Background: an optimization exercise with open tools, aiming at small area, a short achievable clock period and few clock cycles per item. Do not read the settings as production practice.
At most, simulation tests tie the RTL to the original design; equivalence was not proved.
Power and IR drop assume default switching activity.

## friction_interp
module friction_interp (
    input  wire        clk,
    input  wire        rst,
    input  wire        start,
    input  wire [31:0] p,
    input  wire [31:0] pos_min,
    input  wire [31:0] span,
    input  wire        rotary,
    output wire        busy,
    output reg         done,
    output wire [31:0] term,
    output wire        mem_req,
    output wire [7:0]  mem_addr,
    input  wire [31:0] mem_rdata
);
For scale: about 1700 cells after synthesis, ~210 flip-flops.
==> module friction_interp, before the edit <==
module friction_interp (
    input  wire        clk,
    input  wire        rst,
    input  wire        start,
    input  wire [31:0] p,
    input  wire [31:0] pos_min,
    input  wire [31:0] span,
    input  wire        rotary,
    output wire        busy,
    output reg         done,
    output wire [31:0] term,
    output wire        mem_req,
    output wire [7:0]  mem_addr,
    input  wire [31:0] mem_rdata
);
    reg         idle, sub, lin, run;
    reg  [5:0]  cnt;           
    reg         divq;          
    reg         modq;          
    reg         alnq;          
    reg         firstq;        
    reg         hornq;         
    reg         qshq;          
    reg         selq;          
    reg  [31:0] s_reg;         
    reg         rot;
    reg         sgn;           
    reg         big;           
    reg         ovf;           
    reg  [31:0] rem;           
    reg  [31:0] a;             
    reg  [31:0] m;             
    reg  [47:0] acc;
    reg  [7:0]  nxtq;          
    reg         msel;          
    reg         busy_r;
    assign busy     = busy_r;
    assign mem_req  = run;
    assign mem_addr = msel ? nxtq : a[7:0];
    assign term     = acc[47:16];
    wire        addm  = rem[31];                   
    wire [31:0] x1    = {rem[30:0], a[31]};
    wire [31:0] x2    = s_reg ^ {32{!addm}};
    wire        lo_z  = (x1[7:0] == 8'd0);
    wire        cin   = lin ? lo_z : !addm;
    wire [33:0] y_c   = {1'b0, x1, 1'b1} + {1'b0, x2, cin};
    wire [32:0] y     = y_c[33:1];
    wire        r_neg = x1[31] ^ x2[31] ^ y[32];    
    wire        ge    = !y[31];
    wire        qbit  = ge;
    wire [7:0]  neg_lo = ~x1[7:0] + 8'd1;
    reg  [31:0] s_top;         
    integer k;
    always @(*) begin
        s_top[31] = s_reg[31];
        for (k = 30; k >= 0; k = k - 1) s_top[k] = s_top[k+1] | s_reg[k];
    end
    wire [30:0] r_diff = rem[30:0] ^ {31{sgn}};      
    wire        wide   = |(r_diff & ~s_top[31:1]);
    wire        shr    = alnq & wide;
    wire [32:0] lo    = {1'b0, acc[30:0], a[23]} + {1'b0, m};
    wire [15:0] u2    = acc[46:31];
    wire [15:0] u2p   = u2 + 16'd1;
    wire [15:0] u2m   = u2 - 16'd1;
    wire [15:0] hi    = (lo[32] & !m[31]) ? u2p : (!lo[32] & m[31]) ? u2m : u2;
    wire [7:0]  idx   = a[7:0];
    wire [7:0]  inc   = idx + 8'd1;
    wire [7:0]  nxt   = (!rot && idx == 8'd255) ? 8'd255 : inc;
    wire [5:0]  cnt_d = cnt - 6'd1;
    wire [5:0]  cnt_n = shr ? cnt + 6'd1 : cnt_d;
    wire        selq_n = run & (cnt_d <= 6'd18) & (cnt_d >= 6'd3);
    always @(posedge clk) begin
        if (rst) begin
            idle <= 1'b1;
            sub  <= 1'b0;
            lin  <= 1'b0;
            run  <= 1'b0;
            done <= 1'b0;
            divq <= 1'b0;
            busy_r <= 1'b0;
        end else begin
            done <= 1'b0;
            if (idle) begin
                if (start) begin
                    idle <= 1'b0;
                    sub  <= 1'b1;
                    busy_r <= 1'b1;
                end
            end
            if (sub) begin
                sub  <= 1'b0;
                lin  <= !rot;
                run  <= rot;
                divq <= rot;
            end
            if (lin) begin
                lin  <= 1'b0;
                run  <= 1'b1;
                divq <= 1'b1;
            end
            if (run) begin
                divq <= (cnt_d >= 6'd4);
                if (cnt == 6'd1) begin
                    run  <= 1'b0;
                    idle <= 1'b1;
                    done <= 1'b1;
                    busy_r <= 1'b0;
                end
            end
        end
    end
    always @(posedge clk) begin
        if (sub) cnt <= 6'd28;
        else if (run) cnt <= cnt_n;
        alnq   <= sub ? rot : (run & alnq & wide);
        modq   <= sub ? rot : (run & rot & ((cnt_d >= 6'd28) | shr));
        qshq   <= sub | lin | (run & (cnt_d >= 6'd20));
        selq   <= selq_n;
        firstq <= run & (cnt_d == 6'd17);
        hornq  <= run & (cnt_d <= 6'd16) & (cnt_d >= 6'd1);
    end
    always @(posedge clk) begin
        if (idle) begin
            s_reg <= pos_min;
            m     <= span;
            rot   <= rotary;
            a[31] <= p[0];
        end
        if (sub) begin
            sgn   <= r_neg;
            big   <= y[31] & !r_neg;
            ovf   <= 1'b0;
            a     <= {y[0], 31'd0};
            s_reg <= rot ? {1'b0, m[30:0]} : {8'd0, y[31:8]};
        end
        if (lin) begin
            a     <= sgn ? 32'd0 : {y[0], neg_lo, 23'd0};
            s_reg <= {1'b0, m[30:0]};
            ovf   <= big;
        end
        if (idle)
            rem <= {1'b0, p[31:1]};
        else if (sub)
            rem <= {r_neg, y[31:1]};
        else if (lin)
            rem <= sgn ? 32'd0 : {1'b0, y[31:1]};
        else if (shr)
            rem <= {rem[31], rem[31:1]};
        else
            rem <= y[31:0];
        if (shr) begin
            a     <= {rem[0], a[31:1]};
        end else if (divq) begin
            if (qshq) a <= {a[30:0], modq ? 1'b0 : (qbit | ovf)};
            if (!rot && cnt == 6'd28) ovf <= ovf | ge;
        end
        if (run) m <= mem_rdata;
        msel <= qbit & selq_n;
        nxtq <= nxt;
        if (firstq) begin
            acc     <= {{16{m[31]}}, m[31:16]};
            a[23:8] <= m[15:0];
        end else if (hornq) begin
            acc     <= {hi, lo[31:0]};
            a[23:8] <= {a[22:8], 1'b0};
        end
    end
endmodule
export LEC_CHECK = 0
export CAP_MARGIN = 20
export CORE_MARGIN = 2
export CORE_UTILIZATION = 40
export SLEW_MARGIN = 20
create_clock -name core_clock -period 12.0 [get_ports {clk}]
run.sh (not shown) runs the stock make flow with config.mk's settings and CLKGATE_MAP_FILE= SYNTH_SCRIPT=/design/flow/synth_recipe.tcl, a recipe that flattens the netlist after the stock synthesis.
The starting point produced a clean layout.
==> next run, changes <==
--- a/flow/design.v
+++ b/flow/design.v
@@ -33,9 +33,9 @@
     reg  [47:0] acc;
     reg  [7:0]  nxtq;          
-    reg         msel;          
+    reg         qd;            
     reg         busy_r;
     assign busy     = busy_r;
     assign mem_req  = run;
-    assign mem_addr = msel ? nxtq : a[7:0];
+    assign mem_addr = (qd & selq) ? nxtq : a[7:0];
     assign term     = acc[47:16];
     wire        addm  = rem[31];                   
@@ -69,5 +69,4 @@
     wire [5:0]  cnt_d = cnt - 6'd1;
     wire [5:0]  cnt_n = shr ? cnt + 6'd1 : cnt_d;
-    wire        selq_n = run & (cnt_d <= 6'd18) & (cnt_d >= 6'd3);
     always @(posedge clk) begin
         if (rst) begin
@@ -113,8 +112,8 @@
         if (sub) cnt <= 6'd28;
         else if (run) cnt <= cnt_n;
-        alnq   <= sub ? rot : (run & alnq & wide);
+        alnq   <= sub ? rot : (alnq & wide);
         modq   <= sub ? rot : (run & rot & ((cnt_d >= 6'd28) | shr));
         qshq   <= sub | lin | (run & (cnt_d >= 6'd20));
-        selq   <= selq_n;
+        selq   <= run & (cnt_d <= 6'd18) & (cnt_d >= 6'd3);
         firstq <= run & (cnt_d == 6'd17);
         hornq  <= run & (cnt_d <= 6'd16) & (cnt_d >= 6'd1);
@@ -125,4 +124,5 @@
             m     <= span;
             rot   <= rotary;
+            rem   <= {1'b0, p[31:1]};
             a[31] <= p[0];
         end
@@ -131,30 +131,24 @@
             big   <= y[31] & !r_neg;
             ovf   <= 1'b0;
+            rem   <= {r_neg, y[31:1]};
             a     <= {y[0], 31'd0};
             s_reg <= rot ? {1'b0, m[30:0]} : {8'd0, y[31:8]};
         end
         if (lin) begin
+            rem   <= sgn ? 32'd0 : {1'b0, y[31:1]};
             a     <= sgn ? 32'd0 : {y[0], neg_lo, 23'd0};
             s_reg <= {1'b0, m[30:0]};
             ovf   <= big;
         end
-        if (idle)
-            rem <= {1'b0, p[31:1]};
-        else if (sub)
-            rem <= {r_neg, y[31:1]};
-        else if (lin)
-            rem <= sgn ? 32'd0 : {1'b0, y[31:1]};
-        else if (shr)
-            rem <= {rem[31], rem[31:1]};
-        else
-            rem <= y[31:0];
         if (shr) begin
+            rem   <= {rem[31], rem[31:1]};
             a     <= {rem[0], a[31:1]};
         end else if (divq) begin
+            rem   <= y[31:0];
             if (qshq) a <= {a[30:0], modq ? 1'b0 : (qbit | ovf)};
             if (!rot && cnt == 6'd28) ovf <= ovf | ge;
         end
         if (run) m <= mem_rdata;
-        msel <= qbit & selq_n;
+        qd   <= qbit;
         nxtq <= nxt;
         if (firstq) begin
Result:
- The new run passed the timing, DRC and antenna checks
- hold slack improves by 49 ps
- first-iteration DRC count shrinks by roughly a tenth
- core utilization shrinks by 0.37 points
- combinational power grows by a quarter to a third
- global-route usage grows by 0.41 points
- total power grows by about a fifth
- via count stays flat
- worst setup slack improves by 50 ps
- register-to-register slack improves by 280 ps
- design area grows by a few percent
Function was not checked in any run of this note: the RTL went through the layout flow alone.

---

Another version of the RTL of friction_interp (not shown whole).
Size in the first run: roughly 1700 cells after synthesis, roughly 210 flip-flops, roughly 180 I/O pins.
==> module friction_interp, before the edit <==
module friction_interp (
    input  wire        clk,
    input  wire        rst,
    input  wire        start,
    input  wire [31:0] p,
    input  wire [31:0] pos_min,
    input  wire [31:0] span,
    input  wire        rotary,
    output wire        busy,
    output reg         done,
    output wire [31:0] term,
    output wire        mem_req,
    output wire [7:0]  mem_addr,
    input  wire [31:0] mem_rdata
);
    reg         idle, sub, lin, run;
    reg  [5:0]  cnt;           
    reg         divq;          
    reg         modq;          
    reg         alnq;          
    reg         firstq;        
    reg         hornq;         
    reg         qshq;          
    reg         idxq;          
    reg         selq;          
    reg  [31:0] s_reg;         
    reg         rot;
    reg         sgn;           
    reg         ovf;           
    reg  [31:0] rem;           
    reg  [31:0] a;             
    reg  [31:0] m;             
    reg  [47:0] acc;
    reg  [7:0]  addr;
    reg         busy_r;
    assign busy     = busy_r;
    assign mem_req  = run;
    assign mem_addr = addr;
    assign term     = acc[47:16];
    wire        addm  = rem[31];                   
    wire [31:0] x1    = {rem[30:0], a[31]};
    wire [31:0] x2    = s_reg ^ {32{!addm}};
    wire        lo_z  = (x1[7:0] == 8'd0);
    wire        cin   = lin ? lo_z : !addm;
    wire [33:0] y_c   = {1'b0, x1, 1'b1} + {1'b0, x2, cin};
    wire [32:0] y     = y_c[33:1];
    wire        r_neg = x1[31] ^ x2[31] ^ y[32];    
    wire        ge    = !y[31];
    wire        qbit  = ge;
    wire [7:0]  neg_lo = ~x1[7:0] + 8'd1;
    reg  [31:0] s_top;         
    integer k;
    always @(*) begin
        s_top[31] = s_reg[31];
        for (k = 30; k >= 0; k = k - 1) s_top[k] = s_top[k+1] | s_reg[k];
    end
    wire [30:0] r_diff = rem[30:0] ^ {31{sgn}};      
    wire        wide   = |(r_diff & ~s_top[31:1]);
    wire        shr    = alnq & wide;
    wire [32:0] lo    = {1'b0, acc[30:0], a[23]} + {1'b0, m};
    wire [15:0] u2    = acc[46:31];
    wire [15:0] u2p   = u2 + 16'd1;
    wire [15:0] u2m   = u2 - 16'd1;
    wire [15:0] hi    = (lo[32] & !m[31]) ? u2p : (!lo[32] & m[31]) ? u2m : u2;
    wire [7:0]  idx   = a[7:0];
    wire [7:0]  inc   = idx + 8'd1;
    wire [7:0]  nxt   = (!rot && idx == 8'd255) ? 8'd255 : inc;
    wire [5:0]  cnt_d = cnt - 6'd1;
    wire [5:0]  cnt_n = shr ? cnt + 6'd1 : cnt_d;
    always @(posedge clk) begin
        if (rst) begin
            idle <= 1'b1;
            sub  <= 1'b0;
            lin  <= 1'b0;
            run  <= 1'b0;
            done <= 1'b0;
            divq <= 1'b0;
            busy_r <= 1'b0;
        end else begin
            done <= 1'b0;
            if (idle) begin
                if (start) begin
                    idle <= 1'b0;
                    sub  <= 1'b1;
                    busy_r <= 1'b1;
                end
            end
            if (sub) begin
                sub  <= 1'b0;
                lin  <= !rot;
                run  <= rot;
                divq <= rot;
            end
            if (lin) begin
                lin  <= 1'b0;
                run  <= 1'b1;
                divq <= 1'b1;
            end
            if (run) begin
                divq <= (cnt_d >= 6'd4);
                if (cnt == 6'd1) begin
                    run  <= 1'b0;
                    idle <= 1'b1;
                    done <= 1'b1;
                    busy_r <= 1'b0;
                end
            end
        end
    end
    always @(posedge clk) begin
        if (sub) cnt <= 6'd28;
        else if (run) cnt <= cnt_n;
        alnq   <= sub ? rot : (run & alnq & wide);
        modq   <= sub ? rot : (run & rot & ((cnt_d >= 6'd28) | shr));
        qshq   <= sub | lin | (run & (cnt_d >= 6'd20));
        idxq   <= run & (cnt_d == 6'd20);
        selq   <= run & (cnt_d <= 6'd19) & (cnt_d >= 6'd4);
        firstq <= run & (cnt_d == 6'd17);
        hornq  <= run & (cnt_d <= 6'd16) & (cnt_d >= 6'd1);
    end
    always @(posedge clk) begin
        if (idle) begin
            s_reg <= pos_min;
            m     <= span;
            rot   <= rotary;
            a[31] <= p[0];
        end
        if (sub) begin
            sgn   <= r_neg;
            ovf   <= !rot & !r_neg & y[31];      
        end
        if (sub | lin) begin
            a     <= {y[0], (lin ? neg_lo : 8'd0), 23'd0} & {32{!(lin & sgn)}};
            s_reg <= (sub & !rot) ? {8'd0, y[31:8]} : {1'b0, m[30:0]};
        end
        if (idle)
            rem <= {1'b0, p[31:1]};
        else if (shr)
            rem <= {rem[31], rem[31:1]};
        else if (sub | lin)
            rem <= {sub & r_neg, y[31:1]} & {32{!(lin & sgn)}};
        else
            rem <= y[31:0];
        if (shr) begin
            a     <= {rem[0], a[31:1]};
        end else if (divq) begin
            if (qshq) a <= {a[30:0], modq ? 1'b0 : (qbit | ovf)};
            if (!rot && cnt == 6'd28) ovf <= ovf | ge;
        end
        if (run) m <= mem_rdata;
        if (idxq)
            addr <= {a[6:0], qbit | ovf};
        else if (selq)
            addr <= qbit ? nxt : idx;
        acc <= firstq ? {{16{m[31]}}, m[31:16]} : {hi, lo[31:0]};
        if (firstq)
            a[23:8] <= m[15:0];
        else if (hornq)
            a[23:8] <= {a[22:8], 1'b0};
    end
endmodule
==> flow/config.mk <==
export PLATFORM = sky130hd
export DESIGN_NAME = friction_interp
export DESIGN_NICKNAME = friction_interp
export VERILOG_FILES = /design/flow/design.v
export SDC_FILE = /design/flow/constraint.sdc
export NUM_CORES = 4
export LEC_CHECK = 0
export CAP_MARGIN = 20
export CORE_MARGIN = 2
export CORE_UTILIZATION = 40
export CTS_CLUSTER_DIAMETER = 100
export CTS_CLUSTER_SIZE = 24
export SLEW_MARGIN = 20
==> flow/constraint.sdc <==
create_clock -name core_clock -period 12.0 [get_ports {clk}]
set_input_delay 2.4000 -clock core_clock [delete_from_list [all_inputs] [get_ports {clk}]]
set_output_delay 2.4000 -clock core_clock [all_outputs]
set_load 0.01 [all_outputs]
standard.sh (not shown) runs the stock make flow with config.mk's settings and CLKGATE_MAP_FILE= SYNTH_SCRIPT=/design/flow/synth_recipe.tcl, a recipe that flattens the netlist after the stock synthesis.
==> flow/flow/run.sh <==
#!/bin/bash
set -euo pipefail
bash standard.sh SETUP_SLACK_MARGIN=8.6 finish > make_finish.log 2>&1
Testbench counts at the start, summed over its fixed seeds: cycles 124,973, lookups 4,096.
Next try:
--- a/flow/design.v
+++ b/flow/design.v
@@ -30,10 +30,11 @@
     reg  [31:0] rem;           
     reg  [31:0] a;             
     reg  [31:0] m;             
     reg  [47:0] acc;
     reg  [7:0]  addr;
+    reg         qd;            
     reg         busy_r;
     assign busy     = busy_r;
     assign mem_req  = run;
     assign mem_addr = addr;
     assign term     = acc[47:16];
@@ -95,26 +96,26 @@
                 lin  <= 1'b0;
                 run  <= 1'b1;
                 divq <= 1'b1;
             end
             if (run) begin
-                divq <= (cnt_d >= 6'd4);
+                divq <= (cnt_d >= 6'd5);
                 if (cnt == 6'd1) begin
                     run  <= 1'b0;
                     idle <= 1'b1;
                     done <= 1'b1;
                     busy_r <= 1'b0;
                 end
             end
         end
     end
     always @(posedge clk) begin
-        if (sub) cnt <= 6'd28;
+        if (sub) cnt <= 6'd29;
         else if (run) cnt <= cnt_n;
         alnq   <= sub ? rot : (run & alnq & wide);
-        modq   <= sub ? rot : (run & rot & ((cnt_d >= 6'd28) | shr));
-        qshq   <= sub | lin | (run & (cnt_d >= 6'd20));
+        modq   <= sub ? rot : (run & rot & ((cnt_d >= 6'd29) | shr));
+        qshq   <= sub | lin | (run & (cnt_d >= 6'd21));
         idxq   <= run & (cnt_d == 6'd20);
         selq   <= run & (cnt_d <= 6'd19) & (cnt_d >= 6'd4);
         firstq <= run & (cnt_d == 6'd17);
         hornq  <= run & (cnt_d <= 6'd16) & (cnt_d >= 6'd1);
     end
@@ -143,17 +144,18 @@
             rem <= y[31:0];
         if (shr) begin
             a     <= {rem[0], a[31:1]};
         end else if (divq) begin
             if (qshq) a <= {a[30:0], modq ? 1'b0 : (qbit | ovf)};
-            if (!rot && cnt == 6'd28) ovf <= ovf | ge;
+            if (!rot && cnt == 6'd29) ovf <= ovf | ge;
         end
         if (run) m <= mem_rdata;
+        qd <= qbit;
         if (idxq)
-            addr <= {a[6:0], qbit | ovf};
+            addr <= idx;
         else if (selq)
-            addr <= qbit ? nxt : idx;
+            addr <= qd ? nxt : idx;
         acc <= firstq ? {{16{m[31]}}, m[31:16]} : {hi, lo[31:0]};
         if (firstq)
             a[23:8] <= m[15:0];
         else if (hornq)
             a[23:8] <= {a[22:8], 1'b0};
Via count rises by 2.5%.
Non-clock buffer count falls by 5.
Total power rises by 6.8%.
Worst setup slack is worse by 0.027 ns.
Maximum frequency falls by about 0.8%.
Critical path depth rises by 1.
Worst hold slack is about the same.
Routed wire length rises by 4.1%.
Final cell count rises by about 1.4%.
Register-to-register slack is better by 0.09 ns.
Synthesized cell count rises by about 1.6%.
Clock power falls by about 3%.
Die area rises by 0.89%.
The RTL of the second run of this note was laid out without a check of its function.

## static timing again, ports no longer ideal
In the flow no input, the clock included, has a driving cell. The finished layouts below were timed again as built, in two steps.
Step 1, drivers: a clkbuf_16 drives clk and a buf_2 each remaining input, both assumed.
Step 2 times the ports against the registers' clock, not the clock port: input delays grow and output delays shrink by t, the midpoint of the rising clock arrivals with the driver on.
a / b / c = ideal / step 1 / step 2; a / b = the first two.
| run | shift t [ns] | setup WS [ns] | clock arrival spread, ns |
|---|---|---|---|
| the first run of note 1 | 0.604 | 7.521 / 7.521 / 7.521 | 0.013 / 0.014 |
| the second run of note 1 | 0.595 | 7.572 / 7.518 / 7.800 | 0.015 / 0.015 |
| the first run of note 2 | 0.550 | 8.546 / 8.498 / 8.444 | 0.023 / 0.024 |
| the second run of note 2 | 0.546 | 8.519 / 8.466 / 8.230 | 0.023 / 0.023 |
After both steps setup and hold are still met in every run listed. For the second run of note 2, which loses most, drivers alone change the setup slack by -0.053 ns; drivers and shift together by -0.289 ns.
